From an optimization exercise on the open Yosys and OpenROAD flow, aimed at small area, a short achievable clock period and few clock cycles per item; shortcuts taken in it are not production practice.
The RTL was checked by simulation tests, not by an equivalence proof against the original design.

<file path="flow/design.v">
module prs_engine (
    input  wire        clk,
    input  wire        rst,           
    input  wire [2:0]  cfg_e,         
    input  wire [2:0]  cfg_dec,       
    input  wire        cfg_signed,    
    input  wire        in_valid,
    output wire        in_ready,
    input  wire [14:0] in_sample,
    output wire        out_valid,
    input  wire        out_ready,
    output wire [31:0] out_data,
    output wire        out_last
);
    function [21:0] add21(input [20:0] a, input [20:0] b, input ci);
        reg c; integer i;
        begin
            c = ci;
            for (i = 0; i < 21; i = i + 1) begin
                add21[i] = a[i] ^ b[i] ^ c;
                c = (a[i] & b[i]) | (a[i] & c) | (b[i] & c);
            end
            add21[21] = c;
        end
    endfunction
    function [8:0] add8(input [7:0] a, input [7:0] b, input ci);
        reg c; integer i;
        begin
            c = ci;
            for (i = 0; i < 8; i = i + 1) begin
                add8[i] = a[i] ^ b[i] ^ c;
                c = (a[i] & b[i]) | (a[i] & c) | (b[i] & c);
            end
            add8[8] = c;
        end
    endfunction
    reg       rst_r;
    reg [2:0] ce;
    reg [2:0] cdec;
    reg       csgn;
    always @(posedge clk) begin
        rst_r <= rst;
        ce    <= cfg_e;
        cdec  <= cfg_dec;
        csgn  <= cfg_signed;
    end
    wire [3:0] wm1 = csgn ? 4'd14 : 4'd13;
    reg        in_rdy_q;
    reg        s_v, k_v;
    reg [14:0] s_d, k_d;
    wire       tk = in_valid & in_rdy_q & ~rst;
    wire       dec_cons;
    wire       s_free = ~s_v | dec_cons;
    wire       k_v_nx = rst_r ? 1'b0 : s_free ? (k_v & tk) : (k_v | tk);
    always @(posedge clk) begin
        if (rst_r) begin
            s_v <= tk;
            s_d <= in_sample;
            k_v <= 1'b0;
        end else if (s_free) begin
            if (k_v) begin
                s_d <= k_d;
                s_v <= 1'b1;
                k_d <= in_sample;
                k_v <= tk;
            end else begin
                s_d <= in_sample;
                s_v <= tk;
            end
        end else if (tk) begin
            k_d <= in_sample;
            k_v <= 1'b1;
        end
        in_rdy_q <= rst | ~k_v_nx;
    end
    assign in_ready = in_rdy_q;
    reg  [20:0] acc;
    reg  [4:0]  gcnt;
    reg         gped;
    wire [15:0] sv = csgn ? {s_d[14], s_d[14:0]} : {2'b00, s_d[13:0]};
    wire s_ped = csgn ? (s_d == 15'h3FFF || s_d == 15'h4001) : (s_d[13:0] == 14'h3FFF);
    reg  [4:0]  gmax;
    reg  [3:0]  hm1;
    always @(*) begin
        case (cdec)
            3'd1: begin gmax = 5'd1;  hm1 = 4'd0;  end
            3'd2: begin gmax = 5'd3;  hm1 = 4'd1;  end
            3'd3: begin gmax = 5'd7;  hm1 = 4'd3;  end
            3'd4: begin gmax = 5'd15; hm1 = 4'd7;  end
            3'd5: begin gmax = 5'd31; hm1 = 4'd15; end
            default: begin gmax = 5'd0; hm1 = 4'd0; end
        endcase
    end
    wire        glast = (gcnt == gmax);
    wire        gfirst = (gcnt == 5'd0);
    wire [20:0] acc_in = gfirst ? {17'd0, hm1} : acc;
    wire [21:0] tsum   = add21(acc_in, {{5{sv[15]}}, sv}, 1'b0);
    wire [20:0] total  = tsum[20:0];
    reg  [15:0] fq;
    reg         lowones;
    always @(*) begin
        case (cdec)
            3'd1: begin fq = total[16:1]; lowones = total[0];          end
            3'd2: begin fq = total[17:2]; lowones = &total[1:0];       end
            3'd3: begin fq = total[18:3]; lowones = &total[2:0];       end
            3'd4: begin fq = total[19:4]; lowones = &total[3:0];       end
            3'd5: begin fq = total[20:5]; lowones = &total[4:0];       end
            default: begin fq = total[15:0]; lowones = 1'b0;           end
        endcase
    end
    wire [8:0]  mlo   = add8(fq[7:0], 8'd0, fq[0] & lowones);
    wire [8:0]  mhi   = add8({1'b0, fq[14:8]}, 8'd0, mlo[8]);
    wire [14:0] meanv = {mhi[6:0], mlo[7:0]};
    wire        grp_ped = gped | s_ped;
    wire [14:0] x_new   = grp_ped ? 15'h3FFF : meanv;
    reg [14:0] ch [0:31];
    reg [4:0]  ci;           
    reg [5:0]  nold;         
    reg        blk_ped;
    reg        redo;
    reg [4:0]  rcnt;
    reg        kped;         
    wire       fe_go;
    wire       ex      = (nold != 6'd0) & fe_go;
    wire [8:0] occ     = add8({3'd0, ci}, {2'd0, nold}, 1'b0);
    wire       full    = occ[5];
    reg        do_v, do_ped;
    reg [14:0] do_x;
    wire       wr_req  = do_v & ~redo;
    wire       wr      = wr_req & (~full | ex);
    wire       do_free = ~do_v | wr;
    assign     dec_cons = s_v & (~glast | do_free);
    wire       ped_fin = blk_ped | do_ped;
    always @(posedge clk) begin
        if (rst_r) do_v <= 1'b0;
        else if (dec_cons && glast) do_v <= 1'b1;
        else if (wr) do_v <= 1'b0;
        if (dec_cons && glast) begin
            do_x   <= x_new;
            do_ped <= grp_ped;
        end
    end
    reg [31:0] le;
    integer p;
    always @(*) begin
        for (p = 0; p < 32; p = p + 1) le[p] = (p[4:0] <= ci);
    end
    always @(posedge clk) begin
        if (redo) begin
            ch[0] <= ch[31];
            for (p = 1; p < 32; p = p + 1) ch[p] <= ch[p-1];
        end else begin
            if (wr) ch[0] <= do_x;
            for (p = 1; p < 32; p = p + 1)
                if ((wr && le[p]) || (ex && (!le[p] || p[4:0] == ci))) ch[p] <= ch[p-1];
        end
    end
    always @(posedge clk) begin
        if (rst_r) begin
            gcnt    <= 5'd0;
            gped    <= 1'b0;
            ci      <= 5'd0;
            nold    <= 6'd0;
            blk_ped <= 1'b0;
            redo    <= 1'b0;
            rcnt    <= 5'd0;
            kped    <= 1'b0;
        end else begin
            if (dec_cons) begin
                if (glast) begin
                    gcnt <= 5'd0;
                    gped <= 1'b0;
                end else begin
                    gcnt <= gcnt + 5'd1;
                    gped <= grp_ped;
                end
            end
            if (wr) begin
                if (ci == 5'd31) begin
                    ci      <= 5'd0;
                    blk_ped <= 1'b0;
                    kped    <= ped_fin;
                    if (ped_fin) begin
                        redo <= 1'b1;
                        rcnt <= 5'd0;
                        nold <= 6'd0;
                    end else begin
                        nold <= 6'd32;
                    end
                end else begin
                    ci      <= ci + 5'd1;
                    blk_ped <= ped_fin;
                    nold    <= nold - {5'd0, ex};
                end
            end else begin
                nold <= nold - {5'd0, ex};
            end
            if (redo) begin
                rcnt <= rcnt + 5'd1;
                if (rcnt == 5'd31) begin
                    redo <= 1'b0;
                    nold <= 6'd32;
                end
            end
        end
    end
    always @(posedge clk)
        if (dec_cons && !glast) acc <= total;
    wire [4:0] rx_do, rx_30;
    reg  [4:0] rx0, rx31;
    prs_res u_r0  (.x(do_x),   .sc(ce), .xm(rx_do));
    prs_res u_r31 (.x(ch[30]), .sc(ce), .xm(rx_30));
    always @(posedge clk) begin
        if (wr) rx0 <= rx_do;
        if (redo || ex || (wr && ci == 5'd31)) rx31 <= rx_30;
    end
    reg        p1_v;
    reg [4:0]  p1_n;
    reg        p1_ped;
    reg signed [4:0] pd1, pd2;
    reg [4:0]  pm1, pm2;
    wire [4:0] p_mr;
    wire [4:0] p_xm = p1_ped ? 5'd0 : rx0;
    wire signed [4:0]  p_d;
    wire [1:0]  p_cs;
    wire [17:0] p_P;
    wire [6:0]  p_sm;
    wire [2:0] p_sc = p1_ped ? 3'd0 : ce;
    wire       p_init = (p1_n[4:1] == 4'd0);
    prs_q12 u_pq (
        .x(ch[0]), .x1(ch[1]), .x0(ch[2]), .d1(pd1), .d0(pd2), .m1(pm1), .m0(pm2),
        .sc(p_sc), .sgn(csgn),
        .xm(p_xm), .d(p_d), .mr(p_mr), .cs(p_cs), .P(p_P), .sm(p_sm)
    );
    reg        r1p_v, r1p_first, r1p_last, r1p_rd;
    reg [2:0]  r1p_sc;
    reg [1:0]  r1p_cs;
    reg [17:0] r1p_P;
    reg [6:0]  r1p_sm;
    always @(posedge clk) begin
        if (rst_r) begin
            p1_v  <= 1'b0;
            r1p_v <= 1'b0;
        end else begin
            p1_v  <= wr | redo;
            r1p_v <= p1_v & ~p_init;
        end
        p1_n   <= redo ? rcnt : ci;
        p1_ped <= redo;
        if (p1_v) begin
            pd1 <= p_init ? 5'sd0 : p_d;
            pd2 <= pd1;
            pm1 <= p_init ? p_xm : p_mr;
            pm2 <= pm1;
        end
        r1p_first <= (p1_n == 5'd2);
        r1p_last  <= (p1_n == 5'd31);
        r1p_rd    <= p1_ped;
        r1p_sc    <= p_sc;
        r1p_cs    <= p_cs;
        r1p_P     <= p_P;
        r1p_sm    <= p_sm;
    end
    wire [16:0] p_u;
    prs_q3 u_pq3 (.x(p1_v ? ch[1] : ch[0]), .P(r1p_P), .cs(r1p_cs), .sm(r1p_sm),
                  .sc(r1p_sc), .sgn(csgn), .u(p_u));
    reg        r2p_v, r2p_first, r2p_last, r2p_rd;
    reg [16:0] r2p_u;
    always @(posedge clk) begin
        if (rst_r) r2p_v <= 1'b0;
        else       r2p_v <= r1p_v;
        r2p_first <= r1p_first;
        r2p_last  <= r1p_last;
        r2p_rd    <= r1p_rd;
        r2p_u     <= p_u;
    end
    reg  [4:0] dl [0:16];
    wire [21:0] uz = {5'd0, r2p_u};
    integer j;
    reg [8:0] sj;
    always @(posedge clk) begin
        if (r2p_v) begin
            for (j = 0; j < 17; j = j + 1) begin
                sj = add8({3'd0, r2p_first ? 5'd0 : dl[j]}, {3'd0, uz[j+1 +: 5]}, uz[j]);
                dl[j] <= ((j + 6 <= 16) && (uz[16:0] >> (j + 6)) != 17'd0) || sj[5] || (sj[4:0] == 5'd31)
                         ? 5'd31 : sj[4:0];
            end
        end
    end
    reg k_go;
    always @(posedge clk) begin
        if (rst_r) k_go <= 1'b0;
        else       k_go <= r2p_v & r2p_last & (r2p_rd == kped);
    end
    reg [3:0]  kstar;
    reg [16:0] msk;
    integer kk;
    always @(*) begin
        kstar = 4'd14;
        for (kk = 13; kk >= 0; kk = kk - 1)
            if (dl[kk] != 5'd31) kstar = kk[3:0];
        for (kk = 0; kk < 17; kk = kk + 1)
            msk[kk] = (kk[4:0] >= {1'b0, kstar});
    end
    wire [5:0] t0  = add8({3'd0, msk[0]  ? dl[0]  : 5'd0}, {3'd0, msk[1]  ? dl[1]  : 5'd0}, 1'b0);
    wire [5:0] t1  = add8({3'd0, msk[2]  ? dl[2]  : 5'd0}, {3'd0, msk[3]  ? dl[3]  : 5'd0}, 1'b0);
    wire [5:0] t2  = add8({3'd0, msk[4]  ? dl[4]  : 5'd0}, {3'd0, msk[5]  ? dl[5]  : 5'd0}, 1'b0);
    wire [5:0] t3  = add8({3'd0, msk[6]  ? dl[6]  : 5'd0}, {3'd0, msk[7]  ? dl[7]  : 5'd0}, 1'b0);
    wire [5:0] t4  = add8({3'd0, msk[8]  ? dl[8]  : 5'd0}, {3'd0, msk[9]  ? dl[9]  : 5'd0}, 1'b0);
    wire [5:0] t5  = add8({3'd0, msk[10] ? dl[10] : 5'd0}, {3'd0, msk[11] ? dl[11] : 5'd0}, 1'b0);
    wire [5:0] t6  = add8({3'd0, msk[12] ? dl[12] : 5'd0}, {3'd0, msk[13] ? dl[13] : 5'd0}, 1'b0);
    wire [5:0] t7  = add8({3'd0, dl[14]}, {3'd0, dl[15]}, 1'b0);
    wire [5:0] u0  = add8({2'd0, t0}, {2'd0, t1}, 1'b0);
    wire [5:0] u1  = add8({2'd0, t2}, {2'd0, t3}, 1'b0);
    wire [5:0] u2  = add8({2'd0, t4}, {2'd0, t5}, 1'b0);
    wire [5:0] u3  = add8({2'd0, t6}, {2'd0, t7}, 1'b0);
    wire [5:0] w0  = add8({2'd0, u0}, {2'd0, u1}, 1'b0);
    wire [5:0] w1  = add8({2'd0, u2}, {2'd0, u3}, 1'b0);
    wire [5:0] w2  = add8({2'd0, w0}, {3'd0, dl[16]}, 1'b0);
    wire [5:0] ssum = add8({2'd0, w2}, {2'd0, w1}, 1'b0);        
    reg  [8:0] k30;                                               
    always @(*) begin
        case (kstar)
            4'd0:  k30 = 9'd30;   4'd1:  k30 = 9'd60;   4'd2:  k30 = 9'd90;
            4'd3:  k30 = 9'd120;  4'd4:  k30 = 9'd150;  4'd5:  k30 = 9'd180;
            4'd6:  k30 = 9'd210;  4'd7:  k30 = 9'd240;  4'd8:  k30 = 9'd270;
            4'd9:  k30 = 9'd300;  4'd10: k30 = 9'd330;  4'd11: k30 = 9'd360;
            4'd12: k30 = 9'd390;  4'd13: k30 = 9'd420;  default: k30 = 9'd450;
        endcase
    end
    wire [9:0]  bitsk  = {4'd0, ssum} + {1'b0, k30};
    wire        hi14   = (dl[14] != 5'd0) || (dl[15] != 5'd0) || (dl[16] != 5'd0);
    wire        escape = (kstar == 4'd14) ? (~csgn | hi14)
                                          : (bitsk > (csgn ? 10'd450 : 10'd420));
    wire [9:0]  lsum   = bitsk + (csgn ? 10'd37 : 10'd35);
    wire [15:0] len_k  = escape ? (csgn ? 16'd60 : 16'd56) : {9'd0, lsum[9:3]};
    wire [3:0]  k_k    = escape ? 4'd15 : kstar;
    reg        cq_v;
    reg [31:0] cq_w;
    reg [3:0]  cq_k;
    wire       emit_ctrl;
    always @(posedge clk) begin
        if (rst_r) cq_v <= 1'b0;
        else if (k_go) cq_v <= 1'b1;
        else if (emit_ctrl) cq_v <= 1'b0;
        if (k_go) begin
            cq_k <= k_k;
            cq_w <= {k_k, kped ? 3'd0 : ce, kped, 1'b0, cdec, wm1, len_k};
        end
    end
    reg [4:0]  fj;
    reg [14:0] fx1, fx2;
    reg signed [4:0] fd1, fd2;
    reg [4:0]  fm1, fm2;
    wire [4:0] f_mr;
    wire [4:0] f_xm = kped ? 5'd0 : rx31;
    wire signed [4:0]  f_d;
    wire [1:0]  f_cs;
    wire [17:0] f_P;
    wire [6:0]  f_sm;
    wire [2:0] f_sc = kped ? 3'd0 : ce;
    wire       f_init = (fj[4:1] == 4'd0);
    prs_q12 u_fq (
        .x(ch[31]), .x1(fx1), .x0(fx2), .d1(fd1), .d0(fd2), .m1(fm1), .m0(fm2),
        .sc(f_sc), .sgn(csgn),
        .xm(f_xm), .d(f_d), .mr(f_mr), .cs(f_cs), .P(f_P), .sm(f_sm)
    );
    reg        r1_v, r1_first, r1_last, r1_raw;
    reg [2:0]  r1_sc;
    reg [1:0]  r1_cs;
    reg [17:0] r1_P;
    reg [6:0]  r1_sm;
    reg        r2_v, r2_first, r2_last, r2_raw;
    reg [16:0] r2_u;
    wire [16:0] f_u;
    prs_q3 u_fq3 (.x(fx1), .P(r1_P), .cs(r1_cs), .sm(r1_sm), .sc(r1_sc), .sgn(csgn), .u(f_u));
    always @(posedge clk) begin
        if (rst_r) begin
            fj   <= 5'd0;
            r1_v <= 1'b0;
            r2_v <= 1'b0;
        end else if (fe_go) begin
            r1_v <= ex;
            r2_v <= r1_v;
            if (ex) fj <= fj + 5'd1;
        end
        if (fe_go) begin
            r1_first <= (fj == 5'd0);
            r1_last  <= (fj == 5'd31);
            r1_raw   <= f_init;
            r1_sc    <= f_sc;
            r1_cs    <= f_cs;
            r1_P     <= f_P;
            r1_sm    <= f_sm;
            r2_first <= r1_first;
            r2_last  <= r1_last;
            r2_raw   <= r1_raw;
            r2_u     <= f_u;
        end
        if (ex) begin
            fx1 <= ch[31];
            fx2 <= fx1;
            fd1 <= f_init ? 5'sd0 : f_d;
            fd2 <= fd1;
            fm1 <= f_init ? f_xm : f_mr;
            fm2 <= fm1;
        end
    end
    wire [14:0] r2_x = r1_v ? fx2 : fx1;
    reg [47:0] pa;
    reg [5:0]  pf;           
    reg [1:0]  mark;         
    reg        inblk;        
    reg        hdr;          
    reg [3:0]  kpk;
    reg        lfl;          
    reg [8:0]  lrem;
    reg        o_v, o_l;
    reg [31:0] o_d;
    wire       o_free = ~o_v;
    wire emit_body = o_free & ((mark == 2'd1) | (pf[5] & ((mark == 2'd2) | hdr)));
    assign emit_ctrl = o_free & ~emit_body & ~hdr & inblk & (mark == 2'd0) & cq_v;
    wire [5:0]  pf_e   = emit_body ? {1'b0, pf[4:0]} & {6{pf[5]}} : pf;
    wire [1:0]  mark_e = (emit_body && mark != 2'd0) ? mark - 2'd1 : mark;
    wire [3:0]  kuse  = hdr ? kpk : cq_k;
    wire        k_ok  = r2_raw | hdr | (cq_v & inblk);
    wire        raw   = r2_raw | (kuse == 4'd15);
    wire [16:0] ush   = r2_u >> kuse;
    wire [8:0]  mfull = lfl ? lrem : ush[8:0];
    wire [8:0]  clen  = add8(mfull[7:0], {4'd0, kuse}, 1'b1);
    reg  [16:0] ulim;
    always @(*) begin
        case (kuse)
            4'd0: ulim = 17'd16;     4'd1: ulim = 17'd30;     4'd2: ulim = 17'd56;
            4'd3: ulim = 17'd104;    4'd4: ulim = 17'd192;    4'd5: ulim = 17'd352;
            4'd6: ulim = 17'd640;    4'd7: ulim = 17'd1152;   4'd8: ulim = 17'd2048;
            4'd9: ulim = 17'd3584;   4'd10: ulim = 17'd6144;  4'd11: ulim = 17'd10240;
            4'd12: ulim = 17'd16384; 4'd13: ulim = 17'd24576; default: ulim = 17'd32768;
        endcase
    end
    wire        cfit1 = lfl ? (~clen[8] & (clen[7:0] <= 8'd16)) : (r2_u < ulim);
    wire [4:0]  nones = raw ? 5'd0 : cfit1 ? mfull[4:0] : ((mfull >= 9'd16) ? 5'd16 : mfull[4:0]);
    wire [3:0]  vlen  = raw ? wm1 + 4'd1 : cfit1 ? kuse + 4'd1 : 4'd0;
    wire [4:0]  plen  = nones + {1'b0, vlen};
    wire [14:0] vraw  = csgn ? r2_x : {1'b0, r2_x[13:0]};
    wire [14:0] vcode = r2_u[14:0] & ~(15'h7FFF << kuse);
    wire [14:0] vval  = raw ? vraw : (cfit1 ? vcode : 15'd0);
    wire [15:0] th_v  = ~(16'hFFFF << vlen);
    wire [16:0] th_e  = ~(17'h1FFFF << plen);
    wire [15:0] field = (th_e[15:0] & ~th_v) | {1'b0, vval};
    wire [5:0]  ppos  = r2_first ? {pf_e[5] | (pf_e != 6'd0), 5'd0} : pf_e;
    wire [8:0]  pend9 = add8({2'd0, ppos}, {3'd0, plen}, 1'b0);
    wire [6:0]  pend  = pend9[6:0];
    wire        fit   = (pf_e <= 6'd32);
    wire        place = r2_v & k_ok & fit;
    wire        done  = place & (raw | cfit1);
    assign fe_go = ~r2_v | done;
    wire [5:0]  vsh    = 6'd48 - pend[5:0];
    wire [47:0] fplace = {32'd0, field} << vsh;
    wire [47:0] pa_e   = emit_body ? {pa[15:0], 32'd0} : pa;
    always @(posedge clk) begin
        if (rst_r) begin
            pa    <= 48'd0;
            pf    <= 6'd0;
            mark  <= 2'd0;
            inblk <= 1'b0;
            hdr   <= 1'b1;
            lfl   <= 1'b0;
        end else begin
            pa <= place ? (pa_e | fplace) : pa_e;
            pf <= place ? pend[5:0] : pf_e;
            mark <= mark_e;
            if (emit_ctrl) begin
                hdr <= 1'b1;
                kpk <= cq_k;
            end
            if (place && r2_first) begin
                inblk <= 1'b1;
                hdr   <= 1'b0;
            end
            if (done && r2_last) begin
                inblk <= 1'b0;
                mark  <= (pend <= 7'd32) ? 2'd1 : 2'd2;
            end
            if (place) begin
                lfl  <= ~done;
                lrem <= mfull - {4'd0, nones};
            end
        end
    end
    wire [31:0] bword = {pa[23:16], pa[31:24], pa[39:32], pa[47:40]};
    always @(posedge clk) begin
        if (rst | rst_r) o_v <= 1'b0;
        else if (o_v)    o_v <= ~out_ready;
        else             o_v <= emit_body | emit_ctrl;
        if (emit_body | emit_ctrl) begin
            o_d <= emit_body ? bword : cq_w;
            o_l <= emit_body & (mark == 2'd1);
        end
    end
    assign out_valid = o_v;
    assign out_data  = o_d;
    assign out_last  = o_l;
endmodule
module prs_q12 (
    input  wire [14:0]        x,
    input  wire [14:0]        x1,
    input  wire [14:0]        x0,
    input  wire signed [4:0]  d1,      
    input  wire signed [4:0]  d0,      
    input  wire [4:0]         m1,      
    input  wire [4:0]         m0,      
    input  wire [2:0]         sc,      
    input  wire               sgn,
    input  wire [4:0]         xm,      
    output wire signed [4:0]  d,       
    output wire [4:0]         mr,      
    output wire [1:0]         cs,      
    output wire [17:0]        P,       
    output wire [6:0]         sm       
);
    function [17:0] add18(input [17:0] a, input [17:0] b, input ci);
        reg c; integer i;
        begin
            c = ci;
            for (i = 0; i < 18; i = i + 1) begin
                add18[i] = a[i] ^ b[i] ^ c;
                c = (a[i] & b[i]) | (a[i] & c) | (b[i] & c);
            end
        end
    endfunction
    function [8:0] ad(input [7:0] a, input [7:0] b, input ci);
        reg c; integer i;
        begin
            c = ci;
            for (i = 0; i < 8; i = i + 1) begin
                ad[i] = a[i] ^ b[i] ^ c;
                c = (a[i] & b[i]) | (a[i] & c) | (b[i] & c);
            end
            ad[8] = c;
        end
    endfunction
    function [4:0] fix(input [6:0] t, input [4:0] st);
        reg [8:0] a, b;
        begin
            a = ad({t[6], t}, {3'd0, st}, 1'b0);
            b = ad({t[6], t}, ~{3'd0, st}, 1'b1);
            fix = t[6] ? a[4:0] : b[6] ? t[4:0] : b[4:0];
        end
    endfunction
    reg [4:0] step;
    reg [3:0] e;
    always @(*) begin
        case (sc)
            3'd1: begin step = 5'd3;  e = 4'd1; end
            3'd2: begin step = 5'd5;  e = 4'd2; end
            3'd3: begin step = 5'd9;  e = 4'd4; end
            3'd4: begin step = 5'd17; e = 4'd8; end
            default: begin step = 5'd1; e = 4'd0; end
        endcase
    end
    wire        e0 = (sc == 3'd0);
    wire [17:0] hi = e0 ? 18'd16383 : 18'd16382;
    wire [4:0]  hm = (sc == 3'd4) ? 5'd11 : e0 ? 5'd0 : 5'd2;       
    wire [4:0]  lm = (sgn && !e0) ? step - hm : 5'd0;               
    wire [17:0] x1s = {{3{x1[14]}}, x1};
    wire [17:0] x0s = {{3{x0[14]}}, x0};
    assign P = add18({x1s[16:0], 1'b0}, ~x0s, 1'b1);
    wire [17:0] G = sgn ? add18(P, hi, 1'b0) : P;        
    wire [17:0] H = add18(P, ~hi, 1'b1);                 
    wire [8:0]  dl9 = ad({d1[4], d1[4], d1, 1'b0}, ~{{3{d0[4]}}, d0}, 1'b1);
    wire [6:0]  dl  = dl9[6:0];                           
    wire gsm = (G[17:5] == 13'h0000) | (G[17:5] == 13'h1FFF);
    wire hsm = (H[17:5] == 13'h0000) | (H[17:5] == 13'h1FFF);
    wire [8:0] gd = ad({G[5], G[5], G[5:0]}, {dl[6], dl}, 1'b0);
    wire [8:0] hd = ad({H[5], H[5], H[5:0]}, {dl[6], dl}, 1'b0);
    wire caseA = gsm ? gd[6] : G[17];
    wire caseB = hsm ? (~hd[6] & (hd[6:0] != 7'd0)) : ~H[17];
    wire [8:0] pmr = ad({2'b00, m1, 1'b0}, ~{3'b000, m0}, 1'b1);
    wire [4:0] pm  = fix(pmr[6:0], step);
    wire        tnear = (x[14:5] == hi[14:5]);
    wire [5:0]  txs   = tnear ? {1'b0, hi[4:0]} - {1'b0, x[4:0]} : 6'd31;
    wire [14:0] lo15  = sgn ? (e0 ? 15'h4001 : 15'h4002) : 15'h0000;
    wire        bnear = (x[14:5] == lo15[14:5]);
    wire [5:0]  bxs   = bnear ? {1'b0, x[4:0]} - {1'b0, lo15[4:0]} : 6'd31;
    wire [4:0] dC, dA, dB, mC, mA, mB;
    wire [6:0] sC, sA, sB;
    prs_qc uc (.zp(pm), .xm(xm), .step(step), .e(e), .txs(txs), .bxs(bxs), .hm(hm), .lm(lm),
               .dl(dl), .sub(1'b1), .d(dC), .mr(mC), .sm(sC));
    prs_qc ua (.zp(lm), .xm(xm), .step(step), .e(e), .txs(txs), .bxs(bxs), .hm(hm), .lm(lm),
               .dl(dl), .sub(1'b0), .d(dA), .mr(mA), .sm(sA));
    prs_qc ub (.zp(hm), .xm(xm), .step(step), .e(e), .txs(txs), .bxs(bxs), .hm(hm), .lm(lm),
               .dl(dl), .sub(1'b0), .d(dB), .mr(mB), .sm(sB));
    assign cs = caseA ? 2'd1 : caseB ? 2'd2 : 2'd0;
    assign d  = caseA ? dA : caseB ? dB : dC;
    assign mr = caseA ? mA : caseB ? mB : mC;
    assign sm = caseA ? sA : caseB ? sB : sC;
endmodule
module prs_qc (
    input  wire [4:0] zp,
    input  wire [4:0] xm,
    input  wire [4:0] step,
    input  wire [3:0] e,
    input  wire [5:0] txs,
    input  wire [5:0] bxs,
    input  wire [4:0] hm,
    input  wire [4:0] lm,
    input  wire [6:0] dl,
    input  wire       sub,
    output wire [4:0] d,
    output wire [4:0] mr,
    output wire [6:0] sm
);
    function [8:0] ad(input [7:0] a, input [7:0] b, input ci);
        reg c; integer i;
        begin
            c = ci;
            for (i = 0; i < 8; i = i + 1) begin
                ad[i] = a[i] ^ b[i] ^ c;
                c = (a[i] & b[i]) | (a[i] & c) | (b[i] & c);
            end
            ad[8] = c;
        end
    endfunction
    wire [8:0] zr = ad({3'b000, zp}, ~{3'b000, xm}, 1'b1);
    wire [8:0] za = ad(zr[7:0], {3'b000, step}, 1'b0);
    wire [4:0] z  = zr[7] ? za[4:0] : zr[4:0];
    wire [8:0] zc = ad({3'b000, z}, ~{3'b000, step}, 1'b1);
    wire       zneg = (z > {1'b0, e});
    wire [4:0] dr = zneg ? zc[4:0] : z;
    wire signed [5:0] dr6 = {dr[4], dr};
    wire        chi = dr6 > $signed(txs);
    wire        clo = dr6 < -$signed(bxs);
    wire signed [5:0] d6 = chi ? $signed(txs) : clo ? -$signed(bxs) : dr6;
    assign d  = d6[4:0];
    assign mr = chi ? hm : clo ? lm : zp;
    wire [6:0] drx = {{2{dr[4]}}, dr};
    wire [8:0] smd = ad({drx[6], drx}, ~{dl[6], dl}, 1'b1);
    assign sm = sub ? smd[6:0] : drx;
endmodule
module prs_res (
    input  wire [14:0] x,
    input  wire [2:0]  sc,
    output wire [4:0]  xm
);
    function [8:0] ad(input [7:0] a, input [7:0] b, input ci);
        reg c; integer i;
        begin
            c = ci;
            for (i = 0; i < 8; i = i + 1) begin
                ad[i] = a[i] ^ b[i] ^ c;
                c = (a[i] & b[i]) | (a[i] & c) | (b[i] & c);
            end
            ad[8] = c;
        end
    endfunction
    reg [4:0] step;
    always @(*) begin
        case (sc)
            3'd1: step = 5'd3;
            3'd2: step = 5'd5;
            3'd3: step = 5'd9;
            3'd4: step = 5'd17;
            default: step = 5'd1;
        endcase
    end
    wire [8:0] s1  = ad(x[7:0], {1'b0, x[14:8]}, 1'b0);       
    wire [8:0] s2  = ad(s1[7:0], 8'd0, s1[8]);                
    wire [4:0] a   = s2[8:4];
    wire [3:0] b   = s2[3:0];
    wire [8:0] t17 = ad({4'd0, b}, ~{3'd0, a}, 1'b1);         
    wire [4:0] m17 = t17[5] ? t17[4:0] + 5'd17 : t17[4:0];
    wire [8:0] s5  = ad({4'd0, b}, {3'd0, a}, 1'b0);          
    reg  [2:0] m5;
    reg  [1:0] m3;
    always @(*) begin
        case (s5[4:0])
            5'd0,5'd5,5'd10,5'd15,5'd20,5'd25,5'd30: m5 = 3'd0;
            5'd1,5'd6,5'd11,5'd16,5'd21,5'd26,5'd31: m5 = 3'd1;
            5'd2,5'd7,5'd12,5'd17,5'd22,5'd27: m5 = 3'd2;
            5'd3,5'd8,5'd13,5'd18,5'd23,5'd28: m5 = 3'd3;
            default: m5 = 3'd4;
        endcase
        case (s5[4:0])
            5'd0,5'd3,5'd6,5'd9,5'd12,5'd15,5'd18,5'd21,5'd24,5'd27,5'd30: m3 = 2'd0;
            5'd1,5'd4,5'd7,5'd10,5'd13,5'd16,5'd19,5'd22,5'd25,5'd28,5'd31: m3 = 2'd1;
            default: m3 = 2'd2;
        endcase
    end
    wire [8:0] q1  = ad({2'd0, x[5:0]}, {2'd0, x[11:6]}, 1'b0);    
    wire [8:0] q2  = ad(q1[7:0], {5'd0, x[14:12]}, 1'b0);          
    wire [8:0] q3  = ad({2'd0, q2[5:0]}, {6'd0, q2[7:6]}, 1'b0);    
    wire [8:0] t9  = ad({5'd0, q3[2:0]}, ~{4'd0, q3[6:3]}, 1'b1);   
    wire [4:0] m9  = t9[4] ? t9[4:0] + 5'd9 : t9[4:0];
    reg  [4:0] ru, c15;
    always @(*) begin
        case (sc)
            3'd1: begin ru = {3'd0, m3}; c15 = 5'd2; end
            3'd2: begin ru = {2'd0, m5}; c15 = 5'd3; end
            3'd3: begin ru = m9;         c15 = 5'd8; end
            3'd4: begin ru = m17;        c15 = 5'd9; end
            default: begin ru = 5'd0;    c15 = 5'd0; end
        endcase
    end
    wire [8:0] rc = ad({3'd0, ru}, ~{3'd0, c15}, 1'b1);
    assign xm = !x[14] ? ru : rc[5] ? rc[4:0] + step : rc[4:0];
endmodule
module prs_q3 (
    input  wire [14:0]        x,
    input  wire [17:0]        P,
    input  wire [1:0]         cs,
    input  wire [6:0]         sm,
    input  wire [2:0]         sc,
    input  wire               sgn,
    output wire [16:0]        u
);
    function [17:0] add18(input [17:0] a, input [17:0] b, input ci);
        reg c; integer i;
        begin
            c = ci;
            for (i = 0; i < 18; i = i + 1) begin
                add18[i] = a[i] ^ b[i] ^ c;
                c = (a[i] & b[i]) | (a[i] & c) | (b[i] & c);
            end
        end
    endfunction
    wire        e0   = (sc == 3'd0);
    wire [17:0] hi   = e0 ? 18'd16383 : 18'd16382;
    wire [17:0] lo   = sgn ? (e0 ? 18'h3C001 : 18'h3C002) : 18'd0;
    wire [17:0] base = (cs == 2'd1) ? lo : (cs == 2'd2) ? hi : P;
    wire [17:0] xs   = {{3{x[14]}},  x};
    wire [17:0] t    = add18(xs, ~base, 1'b1);
    wire [17:0] y    = add18(t, {{11{sm[6]}}, sm}, 1'b0);
    reg [16:0] ys, qq;
    integer k;
    always @(*) begin
        for (k = 0; k < 17; k = k + 1)
            ys[k] = ((sc == 3'd1) && k >= 1 && y[(k >= 1) ? k - 1 : 0]) |
                    ((sc == 3'd2) && k >= 2 && y[(k >= 2) ? k - 2 : 0]) |
                    ((sc == 3'd3) && k >= 3 && y[(k >= 3) ? k - 3 : 0]) |
                    ((sc == 3'd4) && k >= 4 && y[(k >= 4) ? k - 4 : 0]);
    end
    wire [17:0] w = add18({1'b0, y[16:0]}, ~{1'b0, ys}, 1'b1);
    reg [16:0] q;
    reg        c;
    always @(*) begin
        c = 1'b0;
        q = 17'd0;
        for (k = 0; k < 17; k = k + 1) begin
            qq[k] = ((sc == 3'd1) && k >= 2 && q[(k >= 2) ? k - 2 : 0]) |
                    ((sc == 3'd2) && k >= 4 && q[(k >= 4) ? k - 4 : 0]) |
                    ((sc == 3'd3) && k >= 6 && q[(k >= 6) ? k - 6 : 0]) |
                    ((sc == 3'd4) && k >= 8 && q[(k >= 8) ? k - 8 : 0]);
            q[k] = w[k] ^ qq[k] ^ c;
            c    = (w[k] & qq[k]) | (w[k] & c) | (qq[k] & c);
        end
    end
    wire [17:0] q2 = {q, 1'b0};
    assign u = q2[16:0] ^ {17{q[16]}};
endmodule
</file>
<file path="flow/run.sh">
#!/bin/bash
# synth_recipe.tcl (not shown) runs the flow's synth.tcl, then flattens the netlist and writes it again
# the make line also repeats each setting of config.mk as NAME=value (left out here)
make -C /OpenROAD-flow-scripts/flow DESIGN_CONFIG=/design/flow/config.mk WORK_HOME=/design/flow/orfs CLKGATE_MAP_FILE= SYNTH_SCRIPT=/design/flow/synth_recipe.tcl finish
</file>
<file path="flow/config.mk">
export PLATFORM = sky130hd
export DESIGN_NAME = prs_engine
export DESIGN_NICKNAME = prs_engine
export VERILOG_FILES = /design/flow/design.v
export SDC_FILE = /design/flow/constraint.sdc
export NUM_CORES = 4
export LEC_CHECK = 0
export CAP_MARGIN = 20
export CORE_MARGIN = 2
export CORE_UTILIZATION = 40
export SLEW_MARGIN = 20
</file>
<file path="flow/constraint.sdc">
create_clock -name core_clock -period 56.0 [get_ports {clk}]
set_input_delay 11.2000 -clock core_clock [delete_from_list [all_inputs] [get_ports {clk}]]
set_output_delay 11.2000 -clock core_clock [all_outputs]
set_load 0.01 [all_outputs]
</file>
==> impl_results.md, run 1 <==
* Share of cells above drive strength 1 at 6.956%
* Post-route ant nets at 0
* Fin util at 44.61%
* Setup CP Type: flop to output port
* Maximum buffer depth of the clock tree at 3
* Largest area contributor in the netlist: edfxtp_1
* Vias per inst at 5.422
* DP Area at 67960 µm²
* Vias at 43840
* Seq cells post-synth at 996
* Delay-heaviest family, CP: flip-flops
* Asr flop ratio synth at 0%
* Crit-path cells: clkdlybuf4s50_1
* Yosys top cell area share at 38.43%
* Worst relative slew slack at 30.15%
* H-tree levels at 3
* Final Cycle Share at 23.71%
* Residual DRC count at 0
* Die area at 165400 µm²
* Reg2reg path depth at 37
* CP bufs+invs at 1
* Yosys cell types at 111
* RSZ-0062 raised after global routing: no
* # Max-Cap Violations at 0
* Skew-Pair Late Insertion Delay at 770 ps
* Busiest grt layer: met2
* Yosys Warn Count at 9
* IO Pins at 61
* Root buffer cell: clkbuf_16
* # hold bufs at CTS at 0
* EDFF count, synth at 830
* Chip Height at 406.6 µm
* Die Width at 406.6 µm
* Highest Clock Rate at 0.07531 GHz
* Drt pass-1 iters at 6
* Num rows at 147
* Worst-path clk slew at 60 ps
* Vias in the first global route at 43770
* Status: finished clean
* Worst path required time at 44800 ps
* GR Util met1 at 26.77%
* Tmin final at 13280 ps
* Crit-path max cell delay at 670 ps
* NumNets Final at 6713
* Post-synthesis instance total at 5800
* Avg Inst Size Synth at 11.18 µm²
* Mapped cell area at 64850 µm²
* First-pass GRT wire length at 252800 µm
* Design area at 71710 µm²
* Routed WL per cell at 19.87 µm
* Crit-path slowest cell: dfxtp_1
* Slew @ Worst Pin at 1040 ps
* Antenna violations before repair at 1
* Syn nets at 6685
* DP HPWL at 121300 µm
* Final Hold Vio Count at 0
* Worst hold path cell count at 0
* Layout overhead on the synthesized area at 10.58%
* CTS Buf Count at 108
* RePlAce Congestion at 0.9275
* Top cells by area, synth: edfxtp_1 38%, fa_1 14%, ha_1 7.6%, dfxtp_1 5.1%, inv_1 3.4%
* Clk sinks at 996
* All-layer global routing usage at 19.59%
* Port Buffers at 60
* Sequential share of the synthesized area at 43.56%
* WHS at 326.4 ps
* Top-count cell post-synth: edfxtp_1
* Setup TNS at 0 ps
* CP Capture Type: output port
* Starting Density at 40.34%
* Final Skew at 71.36 ps
* Drt initial violations at 3670
* Total Wirelength at 160600 µm
* HP Class: flop to flop
* Primary FF master, synth: edfxtp_1
* Largest net degree at the start of global routing at 86
* WP data arrival at 2080 ps
* CORE AREA at 160800 µm²
* CTS tree: done
* Slew Viols, Final at 0
* Startpoint Class: flop
* Setup bufs post-CTS at 0
* GRT overflow at 0
* Post-CTS sizing at 0
* GR Util met3 at 2.443%
* Critical path fanouts, max at 8
* Met2 Use GR at 32.32%
* Setup violators final at 0
* Synth cell count leaders: 830 x edfxtp_1, 580 x inv_1, 555 x nand2_1
* Stages on worst setup path at 1
final timing paths:
path | start | to | slack, ps
setup / recovery | o_v$_SDFF_PP0_ | out_valid | 42720
hold / removal | r1p_first$_DFF_P_ | r2p_first$_DFF_P_ | 330
setup reg to reg | hdr$_SDFFE_PP1P_ | pa[35]$_SDFF_PP0_ | 44190
hold reg to reg | r1p_first$_DFF_P_ | r2p_first$_DFF_P_ | 330
kinds of logic after synthesis:
logic type               after synthesis  share of synthesized area (%)
adder cells (fa/ha/maj)              872                          22.15
flip-flops                           996                          43.56
AO/OA/AOI/OAI                       1074                          10.99
AND/OR/NAND/NOR                     1635                          12.27
XOR/XNOR                             221                          2.985
buffers and inverters                809                          4.768
multiplexers                         193                          3.290
sequential cells by signal (all words and copies together), names as in the netlist, 6 cells and up:
register	flops
acc	20
ch	480
cq_w	16
dl	85
do_x	15
fx1	15
fx2	15
k_d	15
lrem	9
nold	6
o_d	32
pa	48
pf	6
r1_P	17
r1_sm	7
r1p_P	17
r1p_sm	7
r2_u	17
r2p_u	17
s_d	15
cells in the final DEF (no fill, tap or decap), drive strengths merged, types with 77 or more instances in the layout:
cell type and instances:
ha 395, fa 464, nand2b 143, nor2 337
inv 593, and2 97, nand3 86, dfxtp 166
o21ai 257, clkbuf 133, a21oi 238, xor2 91
edfxtp 830, buf 77, xnor2 130, o22ai 82
mux2i 123, nand2 555, nor2b 104
through the flow:
stage	worst slack (ps)	std cells
final	42720	8084
after global routing	42660	8083
after CTS	42640	8082
after detailed placement	42960	7877
after global placement	42920	7877
after floorplan	43220	5800
routing by layer:
| metal | part of all wire [%] | routed length (µm) |
|---|---|---|
| met1 | 44 | 70580 |
| met2 | 47 | 76190 |
| met3 | 5.7 | 9131 |
| met4 | 2.9 | 4707 |
| met5 | 0 | 0 |
layout make-up:
class                           count  area (µm²)
Fill cell                       14910       89040
Multi-Input combinational cell   3995       33610
Sequential cell                   996       28260
Clock buffer                      133        2868
Tap cell                         2160        2703
Inverter                          590        2226
Timing Repair Buffer              137        1182
Clock inverter                     72       855.8
Antenna cell                        1       2.502
Testbench counts, summed over its fixed seeds: cycles 24,103, blocks 384.
==> inputs of run 2 (changes only) <==
--- a/flow/design.v
+++ b/flow/design.v
@@ -45,7 +45,7 @@
         csgn  <= cfg_signed;
     end
     wire [3:0] wm1 = csgn ? 4'd14 : 4'd13;
-    reg        in_rdy_q;
+    reg        in_rdy_q, in_rdy_p;    
     reg        s_v, k_v;
     reg [14:0] s_d, k_d;
     wire       tk = in_valid & in_rdy_q & ~rst;
@@ -72,8 +72,9 @@
             k_v <= 1'b1;
         end
         in_rdy_q <= rst | ~k_v_nx;
+        in_rdy_p <= rst | ~k_v_nx;
     end
-    assign in_ready = in_rdy_q;
+    assign in_ready = in_rdy_p;
     reg  [20:0] acc;
     reg  [4:0]  gcnt;
     reg         gped;
@@ -223,14 +224,24 @@
     wire [4:0] p_xm = p1_ped ? 5'd0 : rx0;
     wire signed [4:0]  p_d;
     wire [1:0]  p_cs;
-    wire [17:0] p_P;
     wire [6:0]  p_sm;
     wire [2:0] p_sc = p1_ped ? 3'd0 : ce;
     wire       p_init = (p1_n[4:1] == 4'd0);
+    wire [17:0] pp_P;
+    wire [5:0]  pp_gs, pp_hs;
+    reg  [17:0] pP;
+    reg  [5:0]  pGs, pHs;
+    prs_pp u_pp (.xa(ch[0]), .xb(ch[1]), .sc(redo ? 3'd0 : ce), .sgn(csgn),
+                 .P(pp_P), .gs(pp_gs), .hs(pp_hs));
+    always @(posedge clk) begin
+        pP  <= pp_P;
+        pGs <= pp_gs;
+        pHs <= pp_hs;
+    end
     prs_q12 u_pq (
-        .x(ch[0]), .x1(ch[1]), .x0(ch[2]), .d1(pd1), .d0(pd2), .m1(pm1), .m0(pm2),
+        .x(ch[0]), .gs(pGs), .hs(pHs), .d1(pd1), .d0(pd2), .m1(pm1), .m0(pm2),
         .sc(p_sc), .sgn(csgn),
-        .xm(p_xm), .d(p_d), .mr(p_mr), .cs(p_cs), .P(p_P), .sm(p_sm)
+        .xm(p_xm), .d(p_d), .mr(p_mr), .cs(p_cs), .sm(p_sm)
     );
     reg        r1p_v, r1p_first, r1p_last, r1p_rd;
     reg [2:0]  r1p_sc;
@@ -258,7 +269,7 @@
         r1p_rd    <= p1_ped;
         r1p_sc    <= p_sc;
         r1p_cs    <= p_cs;
-        r1p_P     <= p_P;
+        r1p_P     <= pP;
         r1p_sm    <= p_sm;
     end
     wire [16:0] p_u;
@@ -336,7 +347,8 @@
     wire [15:0] len_k  = escape ? (csgn ? 16'd60 : 16'd56) : {9'd0, lsum[9:3]};
     wire [3:0]  k_k    = escape ? 4'd15 : kstar;
     reg        cq_v;
-    reg [31:0] cq_w;
+    reg [6:0]  cq_len;
+    reg        cq_ped;
     reg [3:0]  cq_k;
     wire       emit_ctrl;
     always @(posedge clk) begin
@@ -345,7 +357,8 @@
         else if (emit_ctrl) cq_v <= 1'b0;
         if (k_go) begin
             cq_k <= k_k;
-            cq_w <= {k_k, kped ? 3'd0 : ce, kped, 1'b0, cdec, wm1, len_k};
+            cq_len <= len_k[6:0];
+            cq_ped <= kped;
         end
     end
     reg [4:0]  fj;
@@ -356,14 +369,26 @@
     wire [4:0] f_xm = kped ? 5'd0 : rx31;
     wire signed [4:0]  f_d;
     wire [1:0]  f_cs;
-    wire [17:0] f_P;
     wire [6:0]  f_sm;
     wire [2:0] f_sc = kped ? 3'd0 : ce;
     wire       f_init = (fj[4:1] == 4'd0);
+    wire [17:0] fp_P;
+    wire [5:0]  fp_gs, fp_hs;
+    reg  [17:0] fP;
+    reg  [5:0]  fGs, fHs;
+    prs_pp u_fp (.xa(ch[31]), .xb(fx1), .sc(f_sc), .sgn(csgn),
+                 .P(fp_P), .gs(fp_gs), .hs(fp_hs));
+    always @(posedge clk) begin
+        if (ex) begin
+            fP  <= fp_P;
+            fGs <= fp_gs;
+            fHs <= fp_hs;
+        end
+    end
     prs_q12 u_fq (
-        .x(ch[31]), .x1(fx1), .x0(fx2), .d1(fd1), .d0(fd2), .m1(fm1), .m0(fm2),
+        .x(ch[31]), .gs(fGs), .hs(fHs), .d1(fd1), .d0(fd2), .m1(fm1), .m0(fm2),
         .sc(f_sc), .sgn(csgn),
-        .xm(f_xm), .d(f_d), .mr(f_mr), .cs(f_cs), .P(f_P), .sm(f_sm)
+        .xm(f_xm), .d(f_d), .mr(f_mr), .cs(f_cs), .sm(f_sm)
     );
     reg        r1_v, r1_first, r1_last, r1_raw;
     reg [2:0]  r1_sc;
@@ -390,7 +415,7 @@
             r1_raw   <= f_init;
             r1_sc    <= f_sc;
             r1_cs    <= f_cs;
-            r1_P     <= f_P;
+            r1_P     <= fP;
             r1_sm    <= f_sm;
             r2_first <= r1_first;
             r2_last  <= r1_last;
@@ -415,7 +440,7 @@
     reg [3:0]  kpk;
     reg        lfl;          
     reg [8:0]  lrem;
-    reg        o_v, o_l;
+    reg        o_v, o_vp, o_l;       
     reg [31:0] o_d;
     wire       o_free = ~o_v;
     wire emit_body = o_free & ((mark == 2'd1) | (pf[5] & ((mark == 2'd2) | hdr)));
@@ -490,22 +515,29 @@
     end
     wire [31:0] bword = {pa[23:16], pa[31:24], pa[39:32], pa[47:40]};
     always @(posedge clk) begin
-        if (rst | rst_r) o_v <= 1'b0;
-        else if (o_v)    o_v <= ~out_ready;
-        else             o_v <= emit_body | emit_ctrl;
+        if (rst | rst_r) begin
+            o_v  <= 1'b0;
+            o_vp <= 1'b0;
+        end else if (o_v) begin
+            o_v  <= ~out_ready;
+            o_vp <= ~out_ready;
+        end else begin
+            o_v  <= emit_body | emit_ctrl;
+            o_vp <= emit_body | emit_ctrl;
+        end
         if (emit_body | emit_ctrl) begin
-            o_d <= emit_body ? bword : cq_w;
+            o_d <= emit_body ? bword : {cq_k, cq_ped ? 3'd0 : ce, cq_ped, 1'b0, cdec, wm1, 9'd0, cq_len};
             o_l <= emit_body & (mark == 2'd1);
         end
     end
-    assign out_valid = o_v;
+    assign out_valid = o_vp;
     assign out_data  = o_d;
     assign out_last  = o_l;
 endmodule
 module prs_q12 (
     input  wire [14:0]        x,
-    input  wire [14:0]        x1,
-    input  wire [14:0]        x0,
+    input  wire [5:0]         gs,      
+    input  wire [5:0]         hs,      
     input  wire signed [4:0]  d1,      
     input  wire signed [4:0]  d0,      
     input  wire [4:0]         m1,      
@@ -516,19 +548,8 @@
     output wire signed [4:0]  d,       
     output wire [4:0]         mr,      
     output wire [1:0]         cs,      
-    output wire [17:0]        P,       
     output wire [6:0]         sm       
 );
-    function [17:0] add18(input [17:0] a, input [17:0] b, input ci);
-        reg c; integer i;
-        begin
-            c = ci;
-            for (i = 0; i < 18; i = i + 1) begin
-                add18[i] = a[i] ^ b[i] ^ c;
-                c = (a[i] & b[i]) | (a[i] & c) | (b[i] & c);
-            end
-        end
-    endfunction
     function [8:0] ad(input [7:0] a, input [7:0] b, input ci);
         reg c; integer i;
         begin
@@ -560,74 +581,30 @@
         endcase
     end
     wire        e0 = (sc == 3'd0);
-    wire [17:0] hi = e0 ? 18'd16383 : 18'd16382;
+    wire [14:0] hi15 = e0 ? 15'h3FFF : 15'h3FFE;
     wire [4:0]  hm = (sc == 3'd4) ? 5'd11 : e0 ? 5'd0 : 5'd2;       
     wire [4:0]  lm = (sgn && !e0) ? step - hm : 5'd0;               
-    wire [17:0] x1s = {{3{x1[14]}}, x1};
-    wire [17:0] x0s = {{3{x0[14]}}, x0};
-    assign P = add18({x1s[16:0], 1'b0}, ~x0s, 1'b1);
-    wire [17:0] G = sgn ? add18(P, hi, 1'b0) : P;        
-    wire [17:0] H = add18(P, ~hi, 1'b1);                 
     wire [8:0]  dl9 = ad({d1[4], d1[4], d1, 1'b0}, ~{{3{d0[4]}}, d0}, 1'b1);
     wire [6:0]  dl  = dl9[6:0];                           
-    wire gsm = (G[17:5] == 13'h0000) | (G[17:5] == 13'h1FFF);
-    wire hsm = (H[17:5] == 13'h0000) | (H[17:5] == 13'h1FFF);
-    wire [8:0] gd = ad({G[5], G[5], G[5:0]}, {dl[6], dl}, 1'b0);
-    wire [8:0] hd = ad({H[5], H[5], H[5:0]}, {dl[6], dl}, 1'b0);
-    wire caseA = gsm ? gd[6] : G[17];
-    wire caseB = hsm ? (~hd[6] & (hd[6:0] != 7'd0)) : ~H[17];
+    wire [8:0]  gd  = ad({gs[5], gs[5], gs}, {dl[6], dl}, 1'b0);
+    wire [8:0]  hd  = ad({hs[5], hs[5], hs}, {dl[6], dl}, 1'b0);
+    wire caseA = gd[6];
+    wire caseB = ~hd[6] & (hd[6:0] != 7'd0);
+    assign cs = caseA ? 2'd1 : caseB ? 2'd2 : 2'd0;
     wire [8:0] pmr = ad({2'b00, m1, 1'b0}, ~{3'b000, m0}, 1'b1);
     wire [4:0] pm  = fix(pmr[6:0], step);
-    wire        tnear = (x[14:5] == hi[14:5]);
-    wire [5:0]  txs   = tnear ? {1'b0, hi[4:0]} - {1'b0, x[4:0]} : 6'd31;
-    wire [14:0] lo15  = sgn ? (e0 ? 15'h4001 : 15'h4002) : 15'h0000;
-    wire        bnear = (x[14:5] == lo15[14:5]);
-    wire [5:0]  bxs   = bnear ? {1'b0, x[4:0]} - {1'b0, lo15[4:0]} : 6'd31;
-    wire [4:0] dC, dA, dB, mC, mA, mB;
-    wire [6:0] sC, sA, sB;
-    prs_qc uc (.zp(pm), .xm(xm), .step(step), .e(e), .txs(txs), .bxs(bxs), .hm(hm), .lm(lm),
-               .dl(dl), .sub(1'b1), .d(dC), .mr(mC), .sm(sC));
-    prs_qc ua (.zp(lm), .xm(xm), .step(step), .e(e), .txs(txs), .bxs(bxs), .hm(hm), .lm(lm),
-               .dl(dl), .sub(1'b0), .d(dA), .mr(mA), .sm(sA));
-    prs_qc ub (.zp(hm), .xm(xm), .step(step), .e(e), .txs(txs), .bxs(bxs), .hm(hm), .lm(lm),
-               .dl(dl), .sub(1'b0), .d(dB), .mr(mB), .sm(sB));
-    assign cs = caseA ? 2'd1 : caseB ? 2'd2 : 2'd0;
-    assign d  = caseA ? dA : caseB ? dB : dC;
-    assign mr = caseA ? mA : caseB ? mB : mC;
-    assign sm = caseA ? sA : caseB ? sB : sC;
-endmodule
-module prs_qc (
-    input  wire [4:0] zp,
-    input  wire [4:0] xm,
-    input  wire [4:0] step,
-    input  wire [3:0] e,
-    input  wire [5:0] txs,
-    input  wire [5:0] bxs,
-    input  wire [4:0] hm,
-    input  wire [4:0] lm,
-    input  wire [6:0] dl,
-    input  wire       sub,
-    output wire [4:0] d,
-    output wire [4:0] mr,
-    output wire [6:0] sm
-);
-    function [8:0] ad(input [7:0] a, input [7:0] b, input ci);
-        reg c; integer i;
-        begin
-            c = ci;
-            for (i = 0; i < 8; i = i + 1) begin
-                ad[i] = a[i] ^ b[i] ^ c;
-                c = (a[i] & b[i]) | (a[i] & c) | (b[i] & c);
-            end
-            ad[8] = c;
-        end
-    endfunction
+    wire [4:0] zp  = caseA ? lm : caseB ? hm : pm;
     wire [8:0] zr = ad({3'b000, zp}, ~{3'b000, xm}, 1'b1);
     wire [8:0] za = ad(zr[7:0], {3'b000, step}, 1'b0);
     wire [4:0] z  = zr[7] ? za[4:0] : zr[4:0];
     wire [8:0] zc = ad({3'b000, z}, ~{3'b000, step}, 1'b1);
     wire       zneg = (z > {1'b0, e});
     wire [4:0] dr = zneg ? zc[4:0] : z;
+    wire        tnear = (x[14:5] == hi15[14:5]);
+    wire [5:0]  txs   = tnear ? {1'b0, hi15[4:0]} - {1'b0, x[4:0]} : 6'd31;
+    wire [14:0] lo15  = sgn ? (e0 ? 15'h4001 : 15'h4002) : 15'h0000;
+    wire        bnear = (x[14:5] == lo15[14:5]);
+    wire [5:0]  bxs   = bnear ? {1'b0, x[4:0]} - {1'b0, lo15[4:0]} : 6'd31;
     wire signed [5:0] dr6 = {dr[4], dr};
     wire        chi = dr6 > $signed(txs);
     wire        clo = dr6 < -$signed(bxs);
@@ -636,7 +613,38 @@
     assign mr = chi ? hm : clo ? lm : zp;
     wire [6:0] drx = {{2{dr[4]}}, dr};
     wire [8:0] smd = ad({drx[6], drx}, ~{dl[6], dl}, 1'b1);
-    assign sm = sub ? smd[6:0] : drx;
+    assign sm = (caseA | caseB) ? drx : smd[6:0];
+endmodule
+module prs_pp (
+    input  wire [14:0] xa,
+    input  wire [14:0] xb,
+    input  wire [2:0]  sc,
+    input  wire        sgn,
+    output wire [17:0] P,
+    output wire [5:0]  gs,
+    output wire [5:0]  hs
+);
+    function [17:0] add18(input [17:0] a, input [17:0] b, input ci);
+        reg c; integer i;
+        begin
+            c = ci;
+            for (i = 0; i < 18; i = i + 1) begin
+                add18[i] = a[i] ^ b[i] ^ c;
+                c = (a[i] & b[i]) | (a[i] & c) | (b[i] & c);
+            end
+        end
+    endfunction
+    wire        e0  = (sc == 3'd0);
+    wire [17:0] hi  = e0 ? 18'd16383 : 18'd16382;
+    wire [17:0] xas = {{3{xa[14]}}, xa};
+    wire [17:0] xbs = {{3{xb[14]}}, xb};
+    assign P = add18({xas[16:0], 1'b0}, ~xbs, 1'b1);
+    wire [17:0] G = sgn ? add18(P, hi, 1'b0) : P;        
+    wire [17:0] H = add18(P, ~hi, 1'b1);                 
+    wire gsm = (G[17:5] == 13'h0000) | (G[17:5] == 13'h1FFF);
+    wire hsm = (H[17:5] == 13'h0000) | (H[17:5] == 13'h1FFF);
+    assign gs = gsm ? G[5:0] : (G[17] ? 6'b100000 : 6'b011111);
+    assign hs = hsm ? H[5:0] : (H[17] ? 6'b100000 : 6'b011111);
 endmodule
 module prs_res (
     input  wire [14:0] x,
--- a/flow/config.mk
+++ b/flow/config.mk
@@ -5,6 +5,7 @@
 export SDC_FILE = /design/flow/constraint.sdc
 export NUM_CORES = 4
 export LEC_CHECK = 0
+export ABC_AREA = 1
 export CAP_MARGIN = 20
 export CORE_MARGIN = 2
 export CORE_UTILIZATION = 40
==> impl_results.md, run 2 <==
* Status: finished clean (unchanged)
* Crit-path slowest cell: clkdlybuf4s50_1 (was dfxtp_1)
* Worst path required time at 44800 ps (about the same)
* Asr flop ratio synth at 0% (unchanged)
* Critical path fanouts, max at 6 (was 8)
* Vias in the first global route at 40980 (was 43770)
* Largest area contributor in the netlist: edfxtp_1 (unchanged)
* Die Width at 396.2 µm (was 406.6 µm)
* Drt pass-1 iters at 9 (was 6)
* Residual DRC count at 0 (unchanged)
* Routed WL per cell at 17.45 µm (was 19.87 µm)
* Tmin final at 12930 ps (was 13280 ps)
* Layout overhead on the synthesized area at 10.98% (was 10.58%)
* Delay-heaviest family, CP: buffers and inverters (was flip-flops)
* RePlAce Congestion at 0.9238 (was 0.9275)
* WHS at 320.1 ps (was 326.4 ps)
* Slew Viols, Final at 0 (unchanged)
* Vias per inst at 5.100 (was 5.422)
* Setup violators final at 0 (unchanged)
* Syn nets at 6704 (was 6685)
* CORE AREA at 152400 µm² (was 160800 µm²)
* Met2 Use GR at 29.66% (was 32.32%)
* DP HPWL at 108800 µm (was 121300 µm)
* EDFF count, synth at 850 (was 830)
* # Max-Cap Violations at 0 (unchanged)
* Setup bufs post-CTS at 0 (unchanged)
* Antenna violations before repair at 5 (was 1)
* GRT overflow at 0 (unchanged)
* Startpoint Class: flop (unchanged)
* Final Cycle Share at 23.10% (was 23.71%)
* Chip Height at 396.2 µm (was 406.6 µm)
* Reg2reg setup slack at 44180 ps (was 44190 ps)
* Drt initial violations at 3138 (was 3670)
* Worst-path clk slew at 60 ps (about the same)
* Slew @ Worst Pin at 1069 ps (was 1040 ps)
* Commonest cells after routing, fill and taps aside: 1041 x nand2_1, 965 x inv_1, 850 x edfxtp_1, 430 x fa_1, 384 x nor2_1 (was 830 x edfxtp_1, 579 x inv_1, 553 x nand2_1, 464 x fa_1, 395 x ha_1)
* Top cells by area, synth: edfxtp_1 41%, fa_1 14%, ha_1 6.5%, nand2_1 6.4%, dfxtp_1 6.3% (was edfxtp_1 38%, fa_1 14%, ha_1 7.6%, dfxtp_1 5.1%, inv_1 3.4%)
* Clk sinks at 1045 (was 996)
* WP data arrival at 1730 ps (was 2080 ps)
* RSZ-0062 raised after global routing: no (unchanged)
* Synth cell count leaders: 1042 x nand2_1, 965 x inv_1, 850 x edfxtp_1 (was 830 x edfxtp_1, 580 x inv_1, 555 x nand2_1)
* Fillers at 14260 (was 14910)
* Highest Clock Rate at 0.07732 GHz (was 0.07531 GHz)
* Setup CP Type: flop to output port (unchanged)
* Hold endpoint: r1p_P[4]$_DFF_P_ (was r2p_first$_DFF_P_)
* NumNets Final at 6767 (was 6713)
* Ant diodes at 0 (was 1)
* Top flop regs: ch: 480 flops, dl: 85 flops, pa: 48 flops (unchanged)
* First-pass GRT wire length at 225200 µm (was 252800 µm)
* Port Buffers at 60 (unchanged)
* R2R Path End: r2_u[11]$_DFFE_PN_ (was pa[35]$_SDFF_PP0_)
* Primary FF master, synth: edfxtp_1 (unchanged)
* GR Util met1 at 24.30% (was 26.77%)
* Post-route ant nets at 0 (unchanged)
* GR Util met3 at 3.284% (was 2.443%)
* Maximum buffer depth of the clock tree at 3 (unchanged)
* Fin util at 44.80% (was 44.61%)
* Busiest grt layer: met2 (unchanged)
* Commonest non-fill, non-tap cell in the layout: nand2_1 (was edfxtp_1)
* Seq cells post-synth at 1045 (was 996)
* Sequential share of the synthesized area at 47.82% (was 43.56%)
* Post-synthesis instance total at 5927 (was 5800)
* Root buffer cell: clkbuf_16 (unchanged)
* CTS Buf Count at 110 (was 108)
* Yosys Warn Count at 9 (unchanged)
* HP Start: pP[4]$_DFF_P_ (was r1p_first$_DFF_P_)
* CP Capture Type: output port (unchanged)
* Yosys top cell area share at 41.48% (was 38.43%)
* Skew-Pair Late Insertion Delay at 780 ps (was 770 ps)
* RR Startpoint: csgn$_DFF_P_ (was hdr$_SDFFE_PP1P_)
* CP bufs+invs at 1 (unchanged)
* Worst hold path cell count at 0 (unchanged)
* Top-count cell post-synth: nand2_1 (was edfxtp_1)
* Final Skew at 73.10 ps (was 71.36 ps)
* IO Pins at 61 (unchanged)
* Worst relative slew slack at 27.78% (was 30.15%)
* Yosys cell types at 79 (was 111)
* Vias at 41380 (was 43840)
* Setup TNS at 0 ps (unchanged)
* Crit-path max cell delay at 570 ps (was 670 ps)
* Biggest register: ch (unchanged)
* Num rows at 143 (was 147)
* Max reg flops at 480 (unchanged)
* H-tree levels at 3 (unchanged)
* Final Hold Vio Count at 0 (unchanged)
* Total Wirelength at 141500 µm (was 160600 µm)
* HP Class: flop to flop (unchanged)
* CTS tree: done (unchanged)
* # hold bufs at CTS at 0 (unchanged)
* Reg2reg path depth at 34 (was 37)
* Crit-path cells: clkdlybuf4s50_1 (unchanged)
* Post-CTS sizing at 0 (unchanged)
* Die area at 157000 µm² (was 165400 µm²)
* Avg Inst Size Synth at 10.38 µm² (was 11.18 µm²)
* Starting Density at 40.37% (was 40.34%)
* Mapped cell area at 61540 µm² (was 64850 µm²)
* Largest net degree at the start of global routing at 92 (was 86)
* All-layer global routing usage at 18.14% (was 19.59%)
* Share of cells above drive strength 1 at 6.230% (was 6.956%)
-- run 2: changes by cell type after synthesis, moves of 86 or more --
cell / delta
nand2b_1: -143
nand2_1: +487
nand3_1: +179
xnor2_1: -92
inv_1: +385
mux2i_1: -116
and2_1: -86
nor2b_1: -104
-- run 2: area by class of cell --
class	count	area (µm²)	area share (%)
clock buffers	131	2917	4.271
clock inverters	74	927.1	1.358
inverters	991	3726	5.456
multi-input cells	3734	27770	40.67
flip-flops and latches	1045	29440	43.10
well taps	2030	2540	3.719
repair buffers	108	973.4	1.425
-- run 2: metrics by stage --
step,instances,instance area [µm²],setup WS (ps)
finish,8113,68290,43070
global route,8113,68290,42990
CTS,8112,68250,42990
detailed placement,7907,64410,43110
global placement,7907,64410,43070
floorplan,5927,61540,43380
-- run 2: worst max path at each step --
stage                         from           endpoint  slack [ps]  cells after the start
global route        o_v$_SDFF_PP0_          out_valid       42990                      1
CTS                 o_v$_SDFF_PP0_          out_valid       42990                      1
detailed placement             rst  k_d[11]$_DFFE_PP_       43110                      6
global placement               rst  k_d[11]$_DFFE_PP_       43070                      6
floorplan                      rst   k_d[0]$_DFFE_PP_       43380                      3
finish              o_v$_SDFF_PP0_          out_valid       43070                      1
-- run 2: metal layers --
layer	vias to the layer above	routed length (µm)
met4	2	4846
met3	264	8244
met2	1070	66040
li1	19990	-
met1	20050	62400
met5	-	12
-- run 2: cells by family (layout without fill, tap and decap cells) --
logic type	after synthesis	in the layout	synth area share, %
and+or+nand+nor	1966	1966	13.88
buffers and inverters	1148	1304	7.149
DFF	1045	1045	47.82
AOI/OAI and AO/OA	862	862	8.357
adders and majority gates	751	751	20.52
xor gates and xnor gates	136	136	1.936
muxes	19	19	0.3396
Testbench counts of run 2, summed over its fixed seeds: cycles 24,103, blocks 384.

-- what the ideal ports hide --
No port has a modelled driver above. Below, the same layouts with a new extraction and two added sets of constraints.
Step 1, drivers: a clkbuf_16 drives clk and a buf_2 each remaining input, both assumed.
Step 2 adds t to the input delays and takes it off the output delays; t is the mean of the earliest and latest rising clock arrival at the registers after step 1. Input paths then give back, and output paths get back, about the clock's delay inside the block.
a / b / c = no drivers / after step 1 / after step 2; a / b = the first two.
run | shift t [ns] | setup WS [ns] | worst setup path after step 2 | worst slew at a driven data input, ns
run 1 | 0.814 | 42.722 / 42.642 / 42.970 | input to register | 0.06
run 2 | 0.811 | 43.066 / 42.993 / 43.119 | input to register | 0.04
After both steps setup and hold are still met in every run listed.
